This design comes from an exercise in tuning for small area on the open sky130 flow, not from production work. For this run, only the layout was checked, not whether the RTL still works.

**flow/config.mk**
```make
export PLATFORM = sky130hd
export DESIGN_NAME = caq_port
export DESIGN_NICKNAME = caq_port
export VERILOG_FILES = /design/flow/design.v
export SDC_FILE = /design/flow/constraint.sdc
export NUM_CORES = 4
export LEC_CHECK = 0
export CAP_MARGIN = 20
export CORE_MARGIN = 2
export CORE_UTILIZATION = 40
export PLACE_DENSITY = 0.6
export SLEW_MARGIN = 20
```
**flow/constraint.sdc**
```tcl
create_clock -name core_clock -period 14.0 [get_ports {clk}]
set_input_delay 2.8000 -clock core_clock [delete_from_list [all_inputs] [get_ports {clk}]]
set_output_delay 2.8000 -clock core_clock [all_outputs]
set_load 0.01 [all_outputs]
```
**flow/design.v**
```verilog
module caq_filt #(
    parameter DLY = 0
) (
    input  wire        clk,
    input  wire        clr,         
    input  wire        take,        
    input  wire        bit_in,
    input  wire [2:0]  osr_code,    
    input  wire [1:0]  cosr_code,   
    input  wire [7:0]  stuck_len,   
    input  wire [4:0]  tap,         
    output reg  [24:0] r3,          
    output reg  [10:0] r2,          
    output wire [10:0] r2_n,        
    output wire        ok,          
    output wire        ready,       
    output reg         stuck,
    output reg         last         
);
    reg signed [10:0] i1;           
    reg signed [17:0] i2;           
    reg signed [6:0]  j1;           
    reg [9:0]         cnt;          
    reg [7:0]         rem;          
    reg ge1, ge2, ge3;
    always @(*) begin
        case (osr_code)
            3'd0:    begin ge1 = cnt >= 10'd16;  ge2 = cnt >= 10'd32;  ge3 = cnt >= 10'd48;  end
            3'd1:    begin ge1 = cnt >= 10'd32;  ge2 = cnt >= 10'd64;  ge3 = cnt >= 10'd96;  end
            3'd2:    begin ge1 = cnt >= 10'd64;  ge2 = cnt >= 10'd128; ge3 = cnt >= 10'd192; end
            3'd3:    begin ge1 = cnt >= 10'd128; ge2 = cnt >= 10'd256; ge3 = cnt >= 10'd384; end
            default: begin ge1 = cnt >= 10'd256; ge2 = cnt >= 10'd512; ge3 = cnt >= 10'd768; end
        endcase
    end
    reg gc1, gc2;
    always @(*) begin
        case (cosr_code)
            2'd0:    begin gc1 = cnt >= 10'd4;  gc2 = cnt >= 10'd8;  end
            2'd1:    begin gc1 = cnt >= 10'd8;  gc2 = cnt >= 10'd16; end
            2'd2:    begin gc1 = cnt >= 10'd16; gc2 = cnt >= 10'd32; end
            default: begin gc1 = cnt >= 10'd32; gc2 = cnt >= 10'd64; end
        endcase
    end
    assign ok    = ge3 && !stuck;
    assign ready = gc2;
    wire changed = (cnt == 10'd0) || (bit_in != last);
    wire unstick = changed && stuck;
    wire [4:0] tm = tap & {ge1, ge2, ge3, gc1, gc2};
    wire [9:0] cnt_o = unstick ? 10'd0 : cnt;
    always @(posedge clk) begin
        if (clr) begin
            cnt   <= 10'd0;
            stuck <= 1'b0;
        end else if (take) begin
            cnt   <= (cnt_o == 10'd768) ? cnt_o : cnt_o + 10'd1;
            if (unstick)
                stuck <= 1'b0;
            else if (!changed && rem == 8'd0)
                stuck <= 1'b1;
        end
    end
    always @(posedge clk) begin
        if (take) begin
            last <= bit_in;
            rem  <= changed ? stuck_len - 8'd1 : rem - 8'd1;
        end
    end
    wire        s_en;                   
    wire        s_b;                    
    wire        s_un;                   
    wire [4:0]  s_t;                    
    generate
        if (DLY == 0) begin : g_now
            assign s_en = take;
            assign s_b  = bit_in;
            assign s_un = unstick;
            assign s_t  = tm;
        end else begin : g_dly
            reg       d_en, d_un;
            reg [4:0] d_t;
            always @(posedge clk) begin
                if (clr)
                    d_en <= 1'b0;
                else
                    d_en <= take;
                d_un <= unstick;
                d_t  <= tm;
            end
            assign s_en = d_en;
            assign s_b  = last;
            assign s_un = d_un;
            assign s_t  = d_t;
        end
    endgenerate
    wire a1 = s_t[4] && !s_un;
    wire a2 = s_t[3] && !s_un;
    wire a3 = s_t[2] && !s_un;
    wire b1 = s_t[1] && !s_un;
    wire b2 = s_t[0] && !s_un;
    wire signed [3:0] d3 = $signed({3'b000, s_b}) - $signed({2'b00, a1, a1})
                         + $signed({2'b00, a2, a2}) - $signed({3'b000, a3});
    wire signed [2:0] d2 = $signed({2'b00, s_b}) - $signed({1'b0, b1, 1'b0}) + $signed({2'b00, b2});
    wire signed [10:0] i1_o = s_un ? 11'sd0 : i1;
    wire signed [17:0] i2_o = s_un ? 18'sd0 : i2;
    wire        [24:0] i3_o = s_un ? 25'd0  : r3;
    wire signed [6:0]  j1_o = s_un ? 7'sd0  : j1;
    wire        [10:0] j2_o = s_un ? 11'd0  : r2;
    wire [10:0] i1_n;
    wire [17:0] i2_n;
    wire [24:0] i3_n;
    wire [6:0]  j1_n;
    wire [10:0] j2_n;
    generate
        if (DLY == 0) begin : g_fast
            assign i1_n = i1_o + {{7{d3[3]}}, d3};
            assign i2_n = i2_o + {{7{i1_n[10]}}, i1_n};
            assign i3_n = i3_o + {{7{i2_n[17]}}, i2_n};
        end else begin : g_slow
            caq_add #(11) u_i1 (.a(i1_o), .b({{7{d3[3]}}, d3}), .s(i1_n));
            caq_add #(18) u_i2 (.a(i2_o), .b({{7{i1_n[10]}}, i1_n}), .s(i2_n));
            caq_add #(25) u_i3 (.a(i3_o), .b({{7{i2_n[17]}}, i2_n}), .s(i3_n));
        end
    endgenerate
    caq_add #(7)  u_j1 (.a(j1_o), .b({{4{d2[2]}}, d2}), .s(j1_n));
    caq_add #(11) u_j2 (.a(j2_o), .b({{4{j1_n[6]}}, j1_n}), .s(j2_n));
    assign r2_n = j2_n;
    always @(posedge clk) begin
        if (clr) begin
            i1 <= 11'sd0;
            i2 <= 18'sd0;
            r3 <= 25'd0;
            j1 <= 7'sd0;
            r2 <= 11'd0;
        end else if (s_en) begin
            i1 <= i1_n;
            i2 <= i2_n;
            r3 <= i3_n;
            j1 <= j1_n;
            r2 <= j2_n;
        end
    end
endmodule
module caq_add #(
    parameter W = 8
) (
    input  wire [W-1:0] a,
    input  wire [W-1:0] b,
    output wire [W-1:0] s
);
    wire [W:0] c;
    assign c[0] = 1'b0;
    genvar k;
    generate
        for (k = 0; k < W; k = k + 1) begin : g_bit
            assign s[k]   = a[k] ^ b[k] ^ c[k];
            assign c[k+1] = (a[k] & b[k]) | (a[k] & c[k]) | (b[k] & c[k]);
        end
    endgenerate
endmodule
module caq_ring (
    input  wire        clk,
    input  wire [63:0] wen,         
    input  wire        wd,
    input  wire [5:0]  rsel_d,      
    input  wire [5:0]  rsel_c,      
    output wire        out_d,
    output wire        out_c
);
    reg  [767:0] h;
    wire [63:0]  head;
    genvar r;
    generate
        for (r = 0; r < 64; r = r + 1) begin : g_ring
            always @(posedge clk)
                h[r*12 +: 12] <= {h[r*12 +: 11], wen[r] ? wd : h[r*12 + 11]};
            assign head[r] = h[r*12 + 11];
        end
    endgenerate
    assign out_d = head[rsel_d];
    assign out_c = head[rsel_c];
endmodule
module caq_scale (
    input  wire [24:0] r3,
    input  wire [2:0]  osr_code,
    output reg  [15:0] u,
    output reg         sat
);
    always @(*) begin
        case (osr_code)
            3'd0:    begin sat = r3[12]; u = {r3[11:0], 4'd0}; end
            3'd1:    begin sat = r3[15]; u = {r3[14:0], 1'b0}; end
            3'd2:    begin sat = r3[18]; u = r3[17:2];         end
            3'd3:    begin sat = r3[21]; u = r3[20:5];         end
            default: begin sat = r3[24]; u = r3[23:8];         end
        endcase
        if (sat)
            u = 16'hFFFF;
    end
endmodule
module caq_cal (
    input  wire [15:0]        u,        
    input  wire signed [15:0] ofs,
    input  wire [15:0]        gain,
    output reg  signed [15:0] val,
    output wire               sat
);
    wire signed [16:0] x  = $signed({1'b0, u}) - 17'sd32768;
    wire signed [16:0] dx = x - ofs;
    wire signed [33:0] pr = dx * $signed({1'b0, gain});
    wire signed [19:0] ps = pr[33:14];
    wire               hi = !ps[19] && (ps[18:15] != 4'd0);
    wire               lo =  ps[19] && (ps[18:15] != 4'hF);
    assign sat = hi || lo;
    always @(*) begin
        if (hi)
            val = 16'sh7FFF;
        else if (lo)
            val = -16'sh8000;
        else
            val = ps[15:0];
    end
endmodule
module caq_cmp (
    input  wire [10:0] r2,
    input  wire [1:0]  cosr_code,
    input  wire        ready,
    input  wire [15:0] th_hi,
    input  wire [15:0] th_lo,
    output wire        hi,
    output wire        lo
);
    reg [15:0] cu;
    reg        sat;
    always @(*) begin
        case (cosr_code)
            2'd0:    begin sat = r2[4];  cu = {r2[3:0], 12'd0}; end
            2'd1:    begin sat = r2[6];  cu = {r2[5:0], 10'd0}; end
            2'd2:    begin sat = r2[8];  cu = {r2[7:0], 8'd0};  end
            default: begin sat = r2[10]; cu = {r2[9:0], 6'd0};  end
        endcase
        if (sat)
            cu = 16'hFFFF;
    end
    wire ge_hi, ge_lo;
    caq_ge u_hi (.a(cu), .b(th_hi), .ge(ge_hi));
    caq_ge u_lo (.a(th_lo), .b(cu), .ge(ge_lo));
    assign hi = ready && ge_hi;
    assign lo = ready && ge_lo;
endmodule
module caq_ge (
    input  wire [15:0] a,
    input  wire [15:0] b,
    output wire        ge
);
    wire [16:0] c;
    assign c[0] = 1'b1;
    genvar k;
    generate
        for (k = 0; k < 16; k = k + 1) begin : g_bit
            assign c[k+1] = (a[k] & ~b[k]) | (a[k] & c[k]) | (~b[k] & c[k]);
        end
    endgenerate
    assign ge = c[16];
endmodule
module caq_port (
    input  wire        clk,
    input  wire        rst,
    input  wire        restart,
    input  wire        en_a,
    input  wire        en_b,
    input  wire        en_v,
    input  wire [2:0]  osr,
    input  wire [1:0]  cosr,
    input  wire [1:0]  pair,
    input  wire [2:0]  dosr,
    input  wire [1:0]  dcosr,
    input  wire [7:0]  stuck_len,
    input  wire [15:0] ofs_a,
    input  wire [15:0] gain_a,
    input  wire [15:0] ofs_b,
    input  wire [15:0] gain_b,
    input  wire [15:0] th_hi_a,
    input  wire [15:0] th_lo_a,
    input  wire [15:0] th_hi_b,
    input  wire [15:0] th_lo_b,
    input  wire [15:0] th_hi_v,
    input  wire [15:0] th_lo_v,
    input  wire        ds_en,
    input  wire        ds_a,
    input  wire        ds_b,
    input  wire        ds_v,
    input  wire        strobe,
    output reg         valid_a,
    output reg         valid_b,
    output reg         valid_v,
    output reg         hi_a,
    output reg         lo_a,
    output reg         hi_b,
    output reg         lo_b,
    output reg         hi_v,
    output reg         lo_v,
    output reg         stuck_a,
    output reg         stuck_b,
    output reg         stuck_v,
    output wire [15:0] u,
    output reg  [15:0] lat_ia,
    output reg  [15:0] lat_ib,
    output reg  [15:0] lat_ic,
    output wire [15:0] lat_u,
    output reg         lat_va,
    output reg         lat_vb,
    output reg         lat_vc,
    output wire        lat_vu,
    output wire        lat_sat
);
    wire clr  = rst || restart;
    wire take = ds_en && !clr;
    reg  [3:0] hs;                  
    reg  [3:0] ws;                  
    reg  [5:0] wr;                  
    reg        pw;                  
    wire [3:0] ws_n = !take ? ws : (ws == 4'd11) ? 4'd0 : ws + 4'd1;
    wire [5:0] wr_n = (take && ws == 4'd11) ? wr + 6'd1 : wr;
    wire [3:0] e_o = (ws >= hs) ? ws - hs : ws + 4'd12 - hs;
    wire [3:0] e   = (ws_n >= hs) ? ws_n - hs : ws_n + 4'd12 - hs;
    wire       bw  = ws_n < e;
    always @(posedge clk) begin
        if (rst)
            hs <= 4'd0;
        else
            hs <= (hs == 4'd11) ? 4'd0 : hs + 4'd1;
    end
    always @(posedge clk) begin
        if (clr) begin
            ws <= 4'd0;
            wr <= 6'd0;
            pw <= 1'b0;
        end else begin
            ws <= ws_n;
            wr <= wr_n;
            if (take)
                pw <= 1'b1;
            else if (e_o == 4'd0)
                pw <= 1'b0;
        end
    end
    wire [63:0] wen = (pw && e_o == 4'd0) ? (64'd1 << wr) : 64'd0;
    function [5:0] kr1(input [2:0] c);
        case (c)
            3'd0: kr1 = 6'd1;  3'd1: kr1 = 6'd2;  3'd2: kr1 = 6'd5;
            3'd3: kr1 = 6'd10; default: kr1 = 6'd21;
        endcase
    endfunction
    function [5:0] kr2(input [2:0] c);
        case (c)
            3'd0: kr2 = 6'd2;  3'd1: kr2 = 6'd5;  3'd2: kr2 = 6'd10;
            3'd3: kr2 = 6'd21; default: kr2 = 6'd42;
        endcase
    endfunction
    function [5:0] kr3(input [2:0] c);
        case (c)
            3'd0: kr3 = 6'd3;  3'd1: kr3 = 6'd7;  3'd2: kr3 = 6'd15;
            3'd3: kr3 = 6'd31; default: kr3 = 6'd63;
        endcase
    endfunction
    function [5:0] kc1(input [1:0] c);
        case (c)
            2'd0: kc1 = 6'd0; 2'd1: kc1 = 6'd0; 2'd2: kc1 = 6'd1; default: kc1 = 6'd2;
        endcase
    endfunction
    function [5:0] kc2(input [1:0] c);
        case (c)
            2'd0: kc2 = 6'd0; 2'd1: kc2 = 6'd1; 2'd2: kc2 = 6'd2; default: kc2 = 6'd5;
        endcase
    endfunction
    wire e3  = (e == 4'd11);
    wire e37 = (e == 4'd3) || (e == 4'd7);
    wire p1  = e37 && (e[2] == osr[0]);     
    wire p2  = e37 && (e[2] != osr[0]);
    wire v1  = e37 && (e[2] == dosr[0]);
    wire v2  = e37 && (e[2] != dosr[0]);
    wire pc1 = e37 && (e[2] == cosr[0]);    
    wire pc2 = e37 && (e[2] != cosr[0]);
    wire vc1 = e37 && (e[2] == dcosr[0]);
    wire vc2 = e37 && (e[2] != dcosr[0]);
    wire [5:0] rs_pd = wr_n - {5'd0, bw} - (e3 ? kr3(osr)  : p1 ? kr1(osr)  : kr2(osr));
    wire [5:0] rs_vd = wr_n - {5'd0, bw} - (e3 ? kr3(dosr) : v1 ? kr1(dosr) : kr2(dosr));
    wire [5:0] rs_pc = wr_n - {5'd0, bw} - (pc1 ? kc1(cosr)  : kc2(cosr));
    wire [5:0] rs_vc = wr_n - {5'd0, bw} - (vc1 ? kc1(dcosr) : kc2(dcosr));
    wire od_a, oc_a, od_b, oc_b, od_v, oc_v;
    wire last_a, last_b, last_v;
    caq_ring u_ha (.clk(clk), .wen(wen), .wd(last_a), .rsel_d(rs_pd), .rsel_c(rs_pc),
                   .out_d(od_a), .out_c(oc_a));
    caq_ring u_hb (.clk(clk), .wen(wen), .wd(last_b), .rsel_d(rs_pd), .rsel_c(rs_pc),
                   .out_d(od_b), .out_c(oc_b));
    caq_ring u_hv (.clk(clk), .wen(wen), .wd(last_v), .rsel_d(rs_vd), .rsel_c(rs_vc),
                   .out_d(od_v), .out_c(oc_v));
    reg [4:0] tq_a, tq_b, tq_v;
    always @(posedge clk) begin
        tq_a <= {p1 ? od_a : tq_a[4], p2 ? od_a : tq_a[3], e3 ? od_a : tq_a[2],
                 pc1 ? oc_a : tq_a[1], pc2 ? oc_a : tq_a[0]};
        tq_b <= {p1 ? od_b : tq_b[4], p2 ? od_b : tq_b[3], e3 ? od_b : tq_b[2],
                 pc1 ? oc_b : tq_b[1], pc2 ? oc_b : tq_b[0]};
        tq_v <= {v1 ? od_v : tq_v[4], v2 ? od_v : tq_v[3], e3 ? od_v : tq_v[2],
                 vc1 ? oc_v : tq_v[1], vc2 ? oc_v : tq_v[0]};
    end
    wire [24:0] r3_a, r3_b, r3_v;
    wire [10:0] r2_a, r2_b, r2_v, r2n_a, r2n_b, r2n_v;
    wire        ok_a, ok_b, ok_v;
    wire        rdy_a, rdy_b, rdy_v;
    wire        fst_a, fst_b, fst_v;
    caq_filt #(.DLY(0)) u_fa (
        .clk(clk), .clr(clr), .take(take && en_a), .bit_in(ds_a),
        .osr_code(osr), .cosr_code(cosr), .stuck_len(stuck_len), .tap(tq_a),
        .r3(r3_a), .r2(r2_a), .r2_n(r2n_a), .ok(ok_a), .ready(rdy_a), .stuck(fst_a),
        .last(last_a));
    caq_filt #(.DLY(1)) u_fb (
        .clk(clk), .clr(clr), .take(take && en_b), .bit_in(ds_b),
        .osr_code(osr), .cosr_code(cosr), .stuck_len(stuck_len), .tap(tq_b),
        .r3(r3_b), .r2(r2_b), .r2_n(r2n_b), .ok(ok_b), .ready(rdy_b), .stuck(fst_b),
        .last(last_b));
    caq_filt #(.DLY(1)) u_fv (
        .clk(clk), .clr(clr), .take(take && en_v), .bit_in(ds_v),
        .osr_code(dosr), .cosr_code(dcosr), .stuck_len(stuck_len), .tap(tq_v),
        .r3(r3_v), .r2(r2_v), .r2_n(r2n_v), .ok(ok_v), .ready(rdy_v), .stuck(fst_v),
        .last(last_v));
    reg upd_a, upd_b, upd_v, upd2_b;
    always @(posedge clk) begin
        if (clr) begin
            upd_a  <= 1'b0;
            upd_b  <= 1'b0;
            upd_v  <= 1'b0;
            upd2_b <= 1'b0;
        end else begin
            upd_a  <= ds_en && en_a;
            upd_b  <= ds_en && en_b;
            upd_v  <= ds_en && en_v;
            upd2_b <= upd_b;
        end
    end
    reg [2:0] osr_q, dosr_q;
    always @(posedge clk) begin
        osr_q  <= osr;
        dosr_q <= dosr;
    end
    wire [15:0] us_p, us_v;
    wire        ss_p, ss_v;
    wire signed [15:0] cal;
    wire        cs;
    caq_scale u_sp (.r3(upd2_b ? r3_b : r3_a), .osr_code(osr_q), .u(us_p), .sat(ss_p));
    caq_cal   u_cl (.u(us_p), .ofs(upd2_b ? ofs_b : ofs_a), .gain(upd2_b ? gain_b : gain_a),
                    .val(cal), .sat(cs));
    caq_scale u_sv (.r3(r3_v), .osr_code(dosr_q), .u(us_v), .sat(ss_v));
    wire        sat_p = cs || ss_p;
    wire chi_a, clo_a, chi_b, clo_b, chi_v, clo_v;
    caq_cmp u_ka (.r2(r2_a), .cosr_code(cosr), .ready(rdy_a),
                  .th_hi(th_hi_a ^ 16'h8000), .th_lo(th_lo_a ^ 16'h8000), .hi(chi_a), .lo(clo_a));
    caq_cmp u_kb (.r2(r2n_b), .cosr_code(cosr), .ready(rdy_b),
                  .th_hi(th_hi_b ^ 16'h8000), .th_lo(th_lo_b ^ 16'h8000), .hi(chi_b), .lo(clo_b));
    caq_cmp u_kv (.r2(r2n_v), .cosr_code(dcosr), .ready(rdy_v),
                  .th_hi(th_hi_v), .th_lo(th_lo_v), .hi(chi_v), .lo(clo_v));
    reg signed [15:0] val_a, val_b;
    reg               sat_a, sat_b;
    always @(posedge clk) begin
        if (clr) begin
            val_a <= 16'sd0; sat_a <= 1'b0; valid_a <= 1'b0; hi_a <= 1'b0; lo_a <= 1'b0;
            stuck_a <= 1'b0;
        end else if (upd_a) begin
            val_a <= cal; sat_a <= sat_p; valid_a <= ok_a; hi_a <= chi_a; lo_a <= clo_a;
            stuck_a <= fst_a;
        end
    end
    always @(posedge clk) begin
        if (clr) begin
            valid_b <= 1'b0; hi_b <= 1'b0; lo_b <= 1'b0; stuck_b <= 1'b0;
        end else if (upd_b) begin
            valid_b <= ok_b; hi_b <= chi_b; lo_b <= clo_b; stuck_b <= fst_b;
        end
    end
    always @(posedge clk) begin
        if (clr) begin
            val_b <= 16'sd0; sat_b <= 1'b0;
        end else if (upd2_b) begin
            val_b <= cal; sat_b <= sat_p;
        end
    end
    always @(posedge clk) begin
        if (clr) begin
            valid_v <= 1'b0; hi_v <= 1'b0; lo_v <= 1'b0; stuck_v <= 1'b0;
        end else if (upd_v) begin
            valid_v <= ok_v; hi_v <= chi_v; lo_v <= clo_v; stuck_v <= fst_v;
        end
    end
    assign u = us_v;
    wire signed [15:0] cur_b = upd2_b ? cal : val_b;
    wire               cur_sb = upd2_b ? sat_p : sat_b;
    reg signed [15:0] la, lb;       
    reg [15:0]        lu;
    reg               lva, lvb, lsa, lsb, lvu, lsu;
    reg [1:0]         lpr;
    always @(posedge clk) begin
        if (rst) begin
            la <= 16'sd0; lb <= 16'sd0; lu <= 16'd0;
            lva <= 1'b0; lvb <= 1'b0; lsa <= 1'b0; lsb <= 1'b0; lvu <= 1'b0; lsu <= 1'b0;
            lpr <= 2'd0;
        end else if (strobe) begin
            la  <= valid_a ? val_a : 16'sd0;
            lb  <= valid_b ? cur_b : 16'sd0;
            lu  <= valid_v ? us_v : 16'd0;
            lva <= valid_a;
            lvb <= valid_b;
            lsa <= valid_a && sat_a;
            lsb <= valid_b && cur_sb;
            lvu <= valid_v;
            lsu <= valid_v && ss_v;
            lpr <= pair;
        end
    end
    wire               vcm  = lva && lvb;
    wire signed [17:0] nsum = -($signed({{2{la[15]}}, la}) + $signed({{2{lb[15]}}, lb}));
    wire               csat = vcm && ((nsum > 18'sd32767) || (nsum < -18'sd32768));
    wire signed [15:0] cmp  = !vcm ? 16'sd0 :
                              (nsum > 18'sd32767) ? 16'sd32767 :
                              (nsum < -18'sd32768) ? -16'sd32768 : nsum[15:0];
    always @(*) begin
        case (lpr)
            2'd0: begin    
                lat_ia = la;  lat_va = lva;
                lat_ib = lb;  lat_vb = lvb;
                lat_ic = cmp; lat_vc = vcm;
            end
            2'd1: begin    
                lat_ia = cmp; lat_va = vcm;
                lat_ib = la;  lat_vb = lva;
                lat_ic = lb;  lat_vc = lvb;
            end
            2'd2: begin    
                lat_ia = lb;  lat_va = lvb;
                lat_ib = cmp; lat_vb = vcm;
                lat_ic = la;  lat_vc = lva;
            end
            default: begin  
                lat_ia = la;    lat_va = lva;
                lat_ib = lb;    lat_vb = lvb;
                lat_ic = 16'd0; lat_vc = 1'b0;
            end
        endcase
    end
    assign lat_u   = lu;
    assign lat_vu  = lvu;
    assign lat_sat = lsa || lsb || (csat && lpr != 2'd3) || lsu;
endmodule
```
**flow/run.sh**
```bash
#!/bin/bash
# synth_recipe.tcl (not shown) runs the flow's synth.tcl, then flattens the netlist and writes it again
# the make line also repeats each setting of config.mk as NAME=value (left out here)
make -C /OpenROAD-flow-scripts/flow DESIGN_CONFIG=/design/flow/config.mk WORK_HOME=/design/flow/orfs CLKGATE_MAP_FILE= SYNTH_SCRIPT=/design/flow/synth_recipe.tcl finish
```
==> run summary <==
==> through the flow <==
| stage | hold slack [ps] | cell area, um^2 | utilization [%] |
|---|---|---|---|
| 4_1_cts | 206 | 109000 | 46.6 |
| 5_1_grt | 196 | 109000 | 46.6 |
| 3_3_place_gp | 310 | 101000 | 42.9 |
| 6_report | 216 | 109000 | 46.6 |
| 2_1_floorplan | 310 | 94400 | - |
| 3_5_place_dp | 312 | 101000 | 42.9 |
==> worst max-delay path by stage <==
| stage | cells past startpoint | endpoint | slack [ps] |
|---|---|---|---|
| after floorplan | 42 | u_fv.r3[24] | 1280 |
| after CTS | 37 | u_fv.r3[24] | 1090 |
| after detailed placement | 32 | sat_a | 400 |
| final | 37 | u_fv.r3[24] | 1030 |
| after global placement | 32 | sat_a | 550 |
| after global routing | 37 | u_fv.r3[24] | 500 |
==> metal layers <==
metal,vias to the layer above,part of all wire (%),track usage [%]
met4,0,3.9,6.91
met3,374,4.6,2.63
met2,1310,46,28.6
li1,26400,-,-
met5,-,0,0
met1,27200,45,23.5
==> cell usage after synthesis (all sizes together), types with 10 or more instances <==
| master | number |
|---|---|
| a21oi | 219 |
| a31oi | 28 |
| o221ai | 11 |
| nand3b | 10 |
| o211ai | 49 |
| maj3 | 15 |
| or2 | 26 |
| xnor2 | 116 |
| a21o | 62 |
| o2bb2ai | 13 |
| nor3 | 70 |
| a22oi | 50 |
| a211oi | 128 |
| mux2i | 179 |
| nor4 | 16 |
| and2 | 96 |
| mux2 | 223 |
| buf | 46 |
| edfxtp | 42 |
| fa | 433 |
| o21ai | 167 |
| o21bai | 10 |
| clkbuf | 254 |
| xor2 | 77 |
| mux4 | 128 |
| nand2 | 450 |
| nor2 | 521 |
| nor2b | 122 |
| o22ai | 20 |
| or3 | 27 |
| a221oi | 12 |
| a21boi | 11 |
| o31ai | 19 |
| nand3 | 134 |
| nand2b | 117 |
| o21a | 16 |
| a2111oi | 11 |
| dfxtp | 2694 |
| a221o | 33 |
| inv | 571 |
| ha | 294 |
| and3 | 54 |
| nand4 | 17 |
| nor3b | 14 |
==> flip-flops by register name, summed over array words and instances (netlist names), 16 cells and up <==
| register | flops |
|---|---|
| u_fb.r3 | 25 |
| u_fb.i2 | 18 |
| u_hb.h | 768 |
| u_fa.i2 | 18 |
| la | 16 |
| u_fa.r3 | 25 |
| lb | 16 |
| val_b | 16 |
| val_a | 16 |
| u_hv.h | 768 |
| u_fv.i2 | 18 |
| u_fv.r3 | 25 |
| lu | 16 |
| u_ha.h | 768 |
==> layout make-up <==
type / instances / area (um^2)
Clock inverter: 122 / 1830
Inverter: 575 / 2160
Tap cell: 3150 / 3940
Sequential cell: 2736 / 55200
Clock buffer: 324 / 6820
Fill cell: 20900 / 126000
Multi-Input combinational cell: 4103 / 35900
Antenna cell: 5 / 12.5
Timing Repair Buffer: 371 / 3490
==> cell families (layout without fill, tap and decap cells) <==
family                     Yosys count  in the layout  share of synthesized area [%]
muxes                              530            530                           7.62
DFF                               2736           2736                           58.5
xor gates and xnor gates           195            195                           1.91
and+or+nand+nor                   1699           1699                           8.55
buffers and inverters              875           1392                           3.50
other                                0              5                              0
AOI/OAI and AO/OA                  937            937                           6.68
adders and majority gates          742            742                           13.2
==> critical path: cells and delay by family (launching register included) <==
family	cells	cell delay (ps)
DFF	1	650
adders and majority gates	28	11140
and+or+nand+nor	2	260
xor gates and xnor gates	1	200
buffers and inverters	4	240
AOI/OAI and AO/OA	2	300
==> out/qor.txt <==
status = complete, no violations
Worst Setup SP = u_fv.g_dly.d_un
Distinct cells, synth = 93
setup slack after layout = 1030 ps
reg2reg start = u_fv.g_dly.d_un
number of buffers created by CTS = 240
Die Y-Extent = 490 um
Hold EP = u_hb.h[380]
RSZ-0062 raised after global routing = no
routed len/inst = 18.5 um
crit share post-route = 92.6%
worst slew pin tran = 1220 ps
# H-tree levels = 4
final hold violations = 0
Slowest-stage cell, CP = dfxtp_2
most frequent cells in the layout = 2689 x dfxtp_1, 569 x inv_1, 517 x nor2_1
clk sinks = 2736
startpoint types = register
CTS tree = built
slew margin rel. = 18.7%
clock buffer depth = 3
iteration count of the initial detailed-routing pass = 6
vias in the first global route = 55700
Worst Hold Class = reg2reg
row count = 178
Post-CTS Setup Bufs = 0
via/cell ratio = 4.86
dpl hpwl = 150000 um
register area share after synthesis = 58.5%
Hold Crit Start = u_hb.h[379]
synthesis warning total = 7
Final Skew = 111 ps
Pins Over Slew Limit = 0
Crit Path Category = reg2reg
Ports = 288
layout cells sized above 1 = 11.2%
core area = 235000 um^2
initial DRC count = 3466
most common cell after layout, fill and taps aside = dfxtp_1
DIE WIDTH = 490 um
Clock Latency Late Sink = 910 ps
layout net count = 8945
largest net degree at the start of global routing = 88
Inst Count DP = 10900
most used cell, CP = fa_1
Layout area overhead = 16.0%
R2R depth = 37
clock root buffer = clkbuf_16
GRT Total Usage = 17.6%
WP data required = 14660 ps
hold path depth = 0
Syn Std Cell Area = 94400 um^2
first-pass GRT wire length = 327000 um
Crit Path Max Fanout = 27
asr flop ratio synth = 0%
Total Neg Setup Slack = 0 ps
initial antenna violation count = 16
ys flop type = dfxtp_1
total global routing overflow = 0
syn avg cell area = 12.2 um^2
setup violators final = 0
# resized after CTS = 0
I/O Buffers = 287
Residual DRC = 0
Mapped Cells = 7714
FF-to-FF setup slack = 1030 ps
max_cap viols = 0
die area = 240000 um^2
Crit. End Element = register
Largest stage delay, worst path = 650 ps
largest cells by area after synthesis = dfxtp_1 57%, fa_1 9.2%, ha_1 3.9%
hold_buf cts = 0
Initial Utilization = 40.2%
Final GP Congestion = 0.874
r2r endpoint = u_fv.r3[24]
Non-Filler Instances = 11400
Reg clk slew, reported paths = 70 ps
Syn Nets = 8632
worst slack at placement = 401 ps
FMAX = 0.0771 GHz
routed via count = 55300
wirelength, routed = 210000 um
data arrival time of the critical path = 13620 ps
share of the synthesized area in the top cell type = 57.2%
DRT antenna net count = 0
number of synthesized flops with an enable pin = 42
Tmin final = 12970 ps
Synth Register Bits = 2736
largest area contributor in the netlist = dfxtp_1

[re-timing with driven ports]
The results above use ideal ports. As a check the final layout listed here was re-extracted and re-timed, cells and wires unchanged.
Step 1 assumes that a clkbuf_16 drives the clock port and a buf_2 every other input.
Step 2 moves the port delays by t, midway between the first and last clock arrival at a register: inputs arrive t later, outputs are due t later. That takes back most of the time a late clock gives input paths.
a / b / c = ideal / step 1 / step 2; a / b = the first two.
t (ns): 0.930
setup slack, ns: 1.034 / 1.034 / 0.237
hold WS [ns]: 0.216 / 0.216 / 0.216
worst setup path after step 2: input to register
worst slew at a driven data input, ns: 0.21
After both steps this run still meets setup and hold. For this run, drivers alone change the setup slack by 0.000 ns; drivers and shift together by -0.797 ns.
